This design comes from an exercise in tuning for small area, a short achievable clock period and few clock cycles per item on the open sky130 flow, not from production work.
Only simulation tests tie the RTL to the original design; equivalence was not proved.
Power and IR drop assume default switching activity.

Design gkl_flit_rx, start of the top module:
module gkl_flit_rx (
  input  wire        clk,
  input  wire        rst,
  input  wire        in_valid,
  output wire        in_ready,
  input  wire [63:0] in_data,
  input  wire        in_mode_p,
  output wire        out_valid,
  input  wire        out_ready,
  output wire [63:0] out_data,
  output wire        out_last,
  output wire        st_crc_ok,
  output wire [1:0]  st_corr,
  output wire [1:0]  st_unc,
  output wire [7:0]  st_pos0,
  output wire [7:0]  st_pos1
);
Size in the first run: about 4400 cells after synthesis, roughly 2500 flip-flops, roughly 160 I/O pins, roughly 67000 µm² of cells after synthesis.
export LEC_CHECK = 0
export CAP_MARGIN = 20
export CORE_MARGIN = 2
export CORE_UTILIZATION = 40
export SETUP_SLACK_MARGIN = 5
export SLEW_MARGIN = 20
export TNS_END_PERCENT = 100
create_clock -name core_clock -period 11.0 [get_ports {clk}]
run.sh (not shown) runs the stock make flow with config.mk's settings and CLKGATE_MAP_FILE= SYNTH_SCRIPT=/design/flow/synth_recipe.tcl, a recipe that flattens the netlist after the stock synthesis.
The starting point finished with timing, DRC and antenna clean.
Testbench counts at the start, summed over its fixed seeds: cycles 16,656, flits 512.
Then changed:
==> flow/flow/run.sh (new file) <==
#!/bin/bash
# Standard ORFS layout (the standard.sh), with repair_timing aimed at a
# tighter setup target than the 11 ns clock (the SDC itself is unchanged).
set -euo pipefail
bash standard.sh SETUP_SLACK_MARGIN=7.3 finish > flow_make.log 2>&1
==> flow/standard.sh (new file) <==
#!/bin/bash
# synth_recipe.tcl (not shown) runs the flow's synth.tcl, then flattens the netlist and writes it again
# the make line also repeats each setting of config.mk as NAME=value (left out here)
make -C /OpenROAD-flow-scripts/flow DESIGN_CONFIG=/design/flow/config.mk WORK_HOME=/design/flow/orfs CLKGATE_MAP_FILE= SYNTH_SCRIPT=/design/flow/synth_recipe.tcl "${@:-finish}"
- CORE_UTILIZATION: 40 -> 60
- CTS_CLUSTER_DIAMETER: not set -> 80
- CTS_CLUSTER_SIZE: not set -> 30
- PLACE_DENSITY_LB_ADDON: not set -> 0.1
- SETUP_SLACK_MARGIN: 5 -> not set
- TNS_END_PERCENT: 100 -> not set
removed: flow/run.sh
The new run completed without violations; routed wire length fell by 5.5%; non-clock buffer count rose by 29; final area fell by 6.3%; worst setup slack gets better by 1.1 ns; register-to-register slack gets better by 0.47 ns; die area fell by 33%; first-iteration DRC count rose by 9.3%.
Then changed:
--- a/flow/flow/run.sh
+++ b/flow/flow/run.sh
@@ -5 +5 @@
-bash standard.sh SETUP_SLACK_MARGIN=7.3 finish > flow_make.log 2>&1
+bash standard.sh SETUP_SLACK_MARGIN=7.3 "BUFFER_PORTS_ARGS=-buffer_cell sky130_fd_sc_hd__buf_1" finish > flow_make.log 2>&1
Result: Wire length goes down by 2.0%. Via count goes down by 1.1%. Critical path depth stays the same. Total power is about the same. Non-clock buffer count goes down by 18.
Then changed:
==> flow/flow/run.sh (replaced) <==
#!/bin/bash
# Standard ORFS layout (the standard.sh), with repair_timing aimed at a
# tighter setup target than the 11 ns clock (the SDC itself is unchanged).
set -euo pipefail
bash standard.sh SETUP_SLACK_MARGIN=7.3 finish > flow_make.log 2>&1
- CTS_BUF_LIST: not set -> sky130_fd_sc_hd__clkbuf_4 sky130_fd_sc_hd__clkbuf_8
- CTS_CLUSTER_DIAMETER: 80 -> not set
- CTS_CLUSTER_SIZE: 30 -> not set
What happened: Via count is higher by 7.7%. Setup slack loses 0.21 ns. Non-clock buffer count rises by 6. Area after synthesis stays the same. Sequential cell count is unchanged. Routed wire length is higher by 6.7%. First-iteration DRC count grows by 2.4%. Global-route usage goes up by 1.9 points. Sequential share of layout area is lower by 5.2 points. Maximum frequency went down by 5.3%.
Then changed:
- CORE_UTILIZATION: 60 -> 40
- CTS_BUF_LIST: sky130_fd_sc_hd__clkbuf_4 sky130_fd_sc_hd__clkbuf_8 -> not set
- PLACE_DENSITY_LB_ADDON: 0.1 -> not set
=>
- die area rises by 49%
- area after synthesis stays the same
- register-to-register slack is about the same
- cell area rises by 1.6%
- sequential share of layout area decreases by 1.0 points
- wire length increases by 1.8%
- via count decreases by 2.6%
- worst setup slack is better by 0.099 ns
- critical path depth stays the same
- total power grows by 1.4%

========
gkl_flit_rx, a different RTL version from the one above (not shown whole).
For scale: ~4300 cells after synthesis, about 2500 flip-flops, about 66000 sq um of cells after synthesis.
==> flow/config.mk <==
export PLATFORM = sky130hd
export DESIGN_NAME = gkl_flit_rx
export DESIGN_NICKNAME = gkl_flit_rx
export VERILOG_FILES = /design/flow/design.v
export SDC_FILE = /design/flow/constraint.sdc
export NUM_CORES = 4
export LEC_CHECK = 0
export CAP_MARGIN = 20
export CORE_MARGIN = 2
export CORE_UTILIZATION = 60
export CTS_CLUSTER_DIAMETER = 80
export CTS_CLUSTER_SIZE = 30
export PLACE_DENSITY_LB_ADDON = 0.1
export SLEW_MARGIN = 20
==> flow/constraint.sdc <==
create_clock -name core_clock -period 11.0 [get_ports {clk}]
set_input_delay 2.2000 -clock core_clock [delete_from_list [all_inputs] [get_ports {clk}]]
set_output_delay 2.2000 -clock core_clock [all_outputs]
set_load 0.01 [all_outputs]
standard.sh (not shown) runs the stock make flow with config.mk's settings and CLKGATE_MAP_FILE= SYNTH_SCRIPT=/design/flow/synth_recipe.tcl, a recipe that flattens the netlist after the stock synthesis.
==> flow/flow/run.sh <==
#!/bin/bash
# Standard ORFS layout (the standard.sh), with repair_timing aimed at a
# tighter setup target than the 11 ns clock (the SDC itself is unchanged).
set -euo pipefail
bash standard.sh SETUP_SLACK_MARGIN=8.0 "BUFFER_PORTS_ARGS=-buffer_cell sky130_fd_sc_hd__buf_1" finish > flow_make.log 2>&1
The first run finished clean.
Testbench counts at the start, summed over its fixed seeds: cycles 16,656, flits 512.
Rerun with:
==> flow/flow/run.sh (replaced) <==
#!/bin/bash
# Standard ORFS layout (the standard.sh), with repair_timing aimed at a
# tighter setup target than the 11 ns clock (the SDC itself is unchanged).
set -euo pipefail
bash standard.sh SETUP_SLACK_MARGIN=7.6 "BUFFER_PORTS_ARGS=-buffer_cell sky130_fd_sc_hd__buf_1" finish > flow_make.log 2>&1
Settings changed: CTS_BUF_LIST set to sky130_fd_sc_hd__clkbuf_8, CTS_CLUSTER_DIAMETER 80 to 60, CTS_CLUSTER_SIZE 30 to 20.
=> The new run finished clean. Design area goes down by 6.6%. Total power went down by 4.1%. Register-to-register slack loses 0.30 ns. Fmax goes down by 4.8%. Count of clock-buffer cells in the layout came out higher by 28. Area after synthesis stays the same. Cell count decreases by 2.3%. Combinational power went down by 20%. Setup slack degrades by 0.18 ns. Critical path depth stays the same. Non-clock buffer count went down by 216.
Rerun with:
==> flow/flow/run.sh (replaced) <==
#!/bin/bash
# Standard ORFS layout (the standard.sh), with repair_timing aimed at a
# tighter setup target than the 11 ns clock (the SDC itself is unchanged), and
# the smallest buffer (buf_1) on every input and output port. make's output goes
# to flow_make.log; ORFS keeps each step's log under orfs/logs.
set -euo pipefail
bash standard.sh SETUP_SLACK_MARGIN=7.6 "BUFFER_PORTS_ARGS=-buffer_cell sky130_fd_sc_hd__buf_1" "PLACE_PINS_ARGS=-exclude left:* -exclude bottom:*" finish > flow_make.log 2>&1
Settings changed: CTS_BUF_LIST sky130_fd_sc_hd__clkbuf_8 to unset, CTS_CLUSTER_DIAMETER 60 to 80, CTS_CLUSTER_SIZE 20 to 30.
Outcome: Maximum frequency rises by 9.4%. Area after synthesis does not change. Routed wire length went up by 0.35%. Sequential share of layout area fell by 0.19 points.
Rerun with:
--- a/flow/flow/run.sh
+++ b/flow/flow/run.sh
@@ -7 +7 @@
-bash standard.sh SETUP_SLACK_MARGIN=7.6 "BUFFER_PORTS_ARGS=-buffer_cell sky130_fd_sc_hd__buf_1" "PLACE_PINS_ARGS=-exclude left:* -exclude bottom:*" finish > flow_make.log 2>&1
+bash standard.sh SETUP_SLACK_MARGIN=7.6 "BUFFER_PORTS_ARGS=-buffer_cell sky130_fd_sc_hd__buf_1" "PLACE_PINS_ARGS=-exclude left:* -exclude bottom:* -exclude top:*" finish > flow_make.log 2>&1
The new run passed the timing, design-rule and antenna checks.
Utilization went up by 0.11 points.
Power went up slightly.
Critical path depth stays the same.
Via count went up by a few percent.
Hold slack is about the same.
Final area stays flat.
Clock-buffer cell count went down by 6.
Sequential power barely changes.
Setup slack is better by 0.022 ns.
Sequential cell count is unchanged.

========
job 101:
gkl_flit_rx again, from the RTL that the note above started with.
==> flow/config.mk <==
export PLATFORM = sky130hd
export DESIGN_NAME = gkl_flit_rx
export DESIGN_NICKNAME = gkl_flit_rx
export VERILOG_FILES = /design/flow/design.v
export SDC_FILE = /design/flow/constraint.sdc
export NUM_CORES = 4
export LEC_CHECK = 0
export CAP_MARGIN = 20
export CORE_MARGIN = 2
export CORE_UTILIZATION = 60
export CTS_CLUSTER_DIAMETER = 80
export CTS_CLUSTER_SIZE = 30
export PLACE_DENSITY_LB_ADDON = 0.1
export SLEW_MARGIN = 20
==> flow/constraint.sdc <==
create_clock -name core_clock -period 11.0 [get_ports {clk}]
set_input_delay 2.2000 -clock core_clock [delete_from_list [all_inputs] [get_ports {clk}]]
set_output_delay 2.2000 -clock core_clock [all_outputs]
set_load 0.01 [all_outputs]
==> flow/flow/run.sh <==
#!/bin/bash
# Standard ORFS layout (the standard.sh), with repair_timing aimed at a
# tighter setup target than the 11 ns clock (the SDC itself is unchanged), and
# the smallest buffer (buf_1) on every input and output port, and the I/O pins
# kept to the right and top edges (so the output register sits near its pins).
# make's output goes to flow_make.log; ORFS keeps each step's log under orfs/logs.
set -euo pipefail
bash standard.sh SETUP_SLACK_MARGIN=7.6 "BUFFER_PORTS_ARGS=-buffer_cell sky130_fd_sc_hd__buf_1" "PLACE_PINS_ARGS=-exclude left:* -exclude bottom:*" finish > flow_make.log 2>&1
Testbench counts of job 101, summed over its fixed seeds: cycles 16,656, flits 512.
The following lists how job 105 was set up differently from job 101:
==> flow/flow/run.sh <==
#!/bin/bash
# Standard ORFS layout (the standard.sh), with repair_timing aimed at a
# tighter setup target than the 11 ns clock (the SDC itself is unchanged).
set -euo pipefail
bash standard.sh SETUP_SLACK_MARGIN=7.6 "BUFFER_PORTS_ARGS=-buffer_cell sky130_fd_sc_hd__buf_1" finish > flow_make.log 2>&1
Results
Job 105 completed end to end with timing, DRC and antenna clean.
Job 101 -> job 105: total power increased slightly
Per the comparison of job 105 with job 101, non-clock buffer count has increased; via count saw an increase; final cell count now larger; clock-buffer cell count now larger.
On internal power, job 105 tracks job 101 almost exactly.
Job 105 ends up with a first-iteration DRC count that is 5.9% higher than in job 101.
| biggest cell delay along the critical path | higher: job 105 |
Total wirelength of the detailed-routed design on job 105 is behind job 101.

========
gkl_flit_rx again, from the RTL that the note above started with.
Design gkl_flit_rx, start of the top module:
module gkl_flit_rx (
  input  wire        clk,
  input  wire        rst,
  input  wire        in_valid,
  output wire        in_ready,
  input  wire [63:0] in_data,
  input  wire        in_mode_p,
  output wire        out_valid,
  input  wire        out_ready,
  output wire [63:0] out_data,
  output wire        out_last,
  output wire        st_crc_ok,
  output wire [1:0]  st_corr,
  output wire [1:0]  st_unc,
  output wire [7:0]  st_pos0,
  output wire [7:0]  st_pos1
);
Settings: LEC_CHECK=0, CAP_MARGIN=20, CORE_MARGIN=2, CORE_UTILIZATION=60, CTS_CLUSTER_DIAMETER=80, CTS_CLUSTER_SIZE=30, PLACE_DENSITY_LB_ADDON=0.1, SLEW_MARGIN=20; clock period 11.0 ns.
==> flow/flow/run.sh <==
#!/bin/bash
# Standard ORFS layout (the standard.sh), with repair_timing aimed at a
# tighter setup target than the 11 ns clock (the SDC itself is unchanged), and
# the smallest buffer (buf_1) on every input and output port, and the I/O pins
# kept to the right and top edges (so the output register sits near its pins).
# make's output goes to flow_make.log; ORFS keeps each step's log under orfs/logs.
set -euo pipefail
bash standard.sh SETUP_SLACK_MARGIN=7.8 "BUFFER_PORTS_ARGS=-buffer_cell sky130_fd_sc_hd__buf_1" "PLACE_PINS_ARGS=-exclude left:* -exclude bottom:*" finish > flow_make.log 2>&1
Testbench counts at the start, summed over its fixed seeds: cycles 16,656, flits 512.
Rerun with:
==> flow/flow/run.sh (replaced) <==
#!/bin/bash
# Standard ORFS layout (the standard.sh), with repair_timing aimed at a
# tighter setup target than the 11 ns clock (the SDC itself is unchanged).
set -euo pipefail
bash standard.sh SETUP_SLACK_MARGIN=7.3 "BUFFER_PORTS_ARGS=-buffer_cell sky130_fd_sc_hd__buf_1" finish > flow_make.log 2>&1
Count of clock-buffer cells in the layout came out higher by 6; synthesized area is unchanged; non-clock buffer count came out lower by 115; sequential power is about the same.
Rerun with:
==> flow/flow/run.sh (replaced) <==
#!/bin/bash
# Standard ORFS layout (the standard.sh), with repair_timing aimed at a
# tighter setup target than the 11 ns clock (the SDC itself is unchanged), and
# the smallest buffer (buf_1) on every input and output port, and the I/O pins
# kept to the right and top edges (so the output register sits near its pins).
# make's output goes to flow_make.log; ORFS keeps each step's log under orfs/logs.
set -euo pipefail
bash standard.sh SETUP_SLACK_MARGIN=7.6 "BUFFER_PORTS_ARGS=-buffer_cell sky130_fd_sc_hd__buf_1" "PLACE_PINS_ARGS=-exclude left:* -exclude bottom:*" finish > flow_make.log 2>&1
TNS_END_PERCENT = 0   (was unset)
The new run ran to the end with no violations.
Power came out lower by about 0.9%.
Via count is about the same.
Setup slack is better by 0.14 ns.
Cell area is about the same.
Fmax came out higher by 3.9%.
Hold slack is better by 0.013 ns.
Clock power came out lower by about 2%.
Area after synthesis does not change.
Global-route usage came out lower by 1.2 points.
Rerun with:
--- a/flow/flow/run.sh
+++ b/flow/flow/run.sh
@@ -8 +8 @@
-bash standard.sh SETUP_SLACK_MARGIN=7.6 "BUFFER_PORTS_ARGS=-buffer_cell sky130_fd_sc_hd__buf_1" "PLACE_PINS_ARGS=-exclude left:* -exclude bottom:*" finish > flow_make.log 2>&1
+bash standard.sh SETUP_SLACK_MARGIN=7.45 "BUFFER_PORTS_ARGS=-buffer_cell sky130_fd_sc_hd__buf_1" "PLACE_PINS_ARGS=-exclude left:* -exclude bottom:*" finish > flow_make.log 2>&1
TNS_END_PERCENT = unset   (was 0)
Synthesized area does not change.
Final area grows by 0.59%.
Die area does not change.
Sequential cell count stays the same.
Wire length came out higher by 2.6%.
Power is higher by 0.77%.
Rerun with:
==> flow/flow/run.sh (replaced) <==
#!/bin/bash
# Standard ORFS layout (the standard.sh), with repair_timing aimed at a
# tighter setup target than the 11 ns clock (the SDC itself is unchanged).
set -euo pipefail
bash standard.sh SETUP_SLACK_MARGIN=7.6 "BUFFER_PORTS_ARGS=-buffer_cell sky130_fd_sc_hd__buf_1" finish > flow_make.log 2>&1
TNS_END_PERCENT = 0   (was unset)
Outcome: Design area goes down slightly. Combinational power stays flat. First-iteration DRC count shrinks by a few percent. Register-to-register slack gets worse by 0.19 ns. Global-route usage went down by 0.34 points. Wire length shrinks by a few percent. Via count stays flat. Worst hold slack got worse by 0.027 ns. Die area stays the same. Flip-flop and latch count stays the same. Utilization drops by 0.67 points.

========
== indigo ==
Starting RTL as in the previous note.
==> flow/config.mk <==
export PLATFORM = sky130hd
export DESIGN_NAME = gkl_flit_rx
export DESIGN_NICKNAME = gkl_flit_rx
export VERILOG_FILES = /design/flow/design.v
export SDC_FILE = /design/flow/constraint.sdc
export NUM_CORES = 4
export LEC_CHECK = 0
export CAP_MARGIN = 20
export CORE_MARGIN = 2
export CORE_UTILIZATION = 60
export CTS_CLUSTER_DIAMETER = 80
export CTS_CLUSTER_SIZE = 30
export PLACE_DENSITY_LB_ADDON = 0.1
export SLEW_MARGIN = 20
export TNS_END_PERCENT = 0
==> flow/constraint.sdc <==
create_clock -name core_clock -period 11.0 [get_ports {clk}]
set_input_delay 2.2000 -clock core_clock [delete_from_list [all_inputs] [get_ports {clk}]]
set_output_delay 2.2000 -clock core_clock [all_outputs]
set_load 0.01 [all_outputs]
==> flow/flow/run.sh <==
#!/bin/bash
# Standard ORFS layout (the standard.sh), with repair_timing aimed at a
# tighter setup target than the 11 ns clock (the SDC itself is unchanged).
set -euo pipefail
bash standard.sh SETUP_SLACK_MARGIN=7.8 "BUFFER_PORTS_ARGS=-buffer_cell sky130_fd_sc_hd__buf_1" finish > flow_make.log 2>&1
Testbench counts of indigo, summed over its fixed seeds: cycles 16,656, flits 512.
Input-level comparison between raven and indigo:
- clearing TNS_END_PERCENT, which used to be 0
-- flow/flow/run.sh --
<<< indigo, line 5
bash standard.sh SETUP_SLACK_MARGIN=7.8 "BUFFER_PORTS_ARGS=-buffer_cell sky130_fd_sc_hd__buf_1" finish > flow_make.log 2>&1
>>> raven, line 5
bash standard.sh SETUP_SLACK_MARGIN=7.45 "BUFFER_PORTS_ARGS=-buffer_cell sky130_fd_sc_hd__buf_1" finish > flow_make.log 2>&1
--- outcome ---
From indigo to raven the numbers moved as follows: setup slack of the most critical reg-to-reg path moved up; number of non-filler instances in the completed layout moved up; worst slack after detailed placement moved up; shortest clock period the worst path allows after layout level; number of buffers inserted during clock tree synthesis moved up.
Lower non-clock buffer count goes to indigo over raven.
Min portion of the layout cell area used by non-clock buffers across indigo and raven: indigo
First-pass iteration count of the detailed router across indigo and raven: no real change.
On final period utilization, raven tracks indigo almost exactly.
On clock distribution area overhead in the final layout, indigo and raven are basically level.
raven and indigo ended up with roughly the same worst hold slack.

==> re-timing with driven ports <==
How much do the figures lean on ideal ports? The routed layouts below were timed once more, with nothing changed but the port constraints.
Step 1 assumes that a clkbuf_16 drives the clock port and a buf_2 every other input.
Step 2 adds t to the input delays and takes it off the output delays; t is the mean of the earliest and latest rising clock arrival at the registers after step 1. Input paths then give back, and output paths get back, about the clock's delay inside the block.
Three values: ideal, step 1, step 2; two values: the first two.
| run | t (ns) | setup slack, ns | slew at the worst register clock pin (ns) |
|---|---|---|---|
| the first run of note 1 | 0.900 | 6.158 / 6.209 / 5.308 | 0.07 / 0.07 |
| the second run of note 1 | 0.781 | 7.240 / 7.223 / 6.596 | 0.11 / 0.11 |
| the third run of note 1 | 0.788 | 7.242 / 7.237 / 6.604 | 0.12 / 0.12 |
| the fourth run of note 1 | 1.009 | 7.032 / 6.957 / 6.318 | 0.08 / 0.08 |
| the fifth run of note 1 | 0.906 | 7.130 / 7.049 / 6.465 | 0.07 / 0.07 |
| the first run of note 2 | 0.793 | 7.319 / 7.243 / 6.985 | 0.12 / 0.12 |
| the second run of note 2 | 0.926 | 7.134 / 7.064 / 6.711 | 0.12 / 0.12 |
| the third run of note 2 | 0.786 | 7.466 / 7.387 / 6.777 | 0.12 / 0.12 |
| the fourth run of note 2 | 0.799 | 7.487 / 7.411 / 6.839 | 0.12 / 0.12 |
| job 101 | 0.786 | 7.466 / 7.387 / 6.777 | 0.12 / 0.12 |
| job 105 | 0.787 | 7.300 / 7.229 / 6.856 | 0.12 / 0.12 |
| the first run of note 4 | 0.799 | 7.440 / 7.365 / 6.916 | 0.12 / 0.12 |
| the second run of note 4 | 0.782 | 7.231 / 7.212 / 6.570 | 0.12 / 0.12 |
| the third run of note 4 | 0.795 | 7.373 / 7.271 / 6.476 | 0.12 / 0.12 |
| the fourth run of note 4 | 0.801 | 7.406 / 7.333 / 6.609 | 0.11 / 0.11 |
| the fifth run of note 4 | 0.797 | 7.240 / 7.164 / 6.546 | 0.12 / 0.12 |
| indigo | 0.797 | 7.240 / 7.164 / 6.546 | 0.12 / 0.12 |
| raven | 0.791 | 7.237 / 7.165 / 6.751 | 0.12 / 0.12 |
After both steps setup and hold are still met in every run listed. The setup slack of the third run of note 4, which loses most, moves by -0.102 ns with the drivers and by -0.897 ns with both steps.
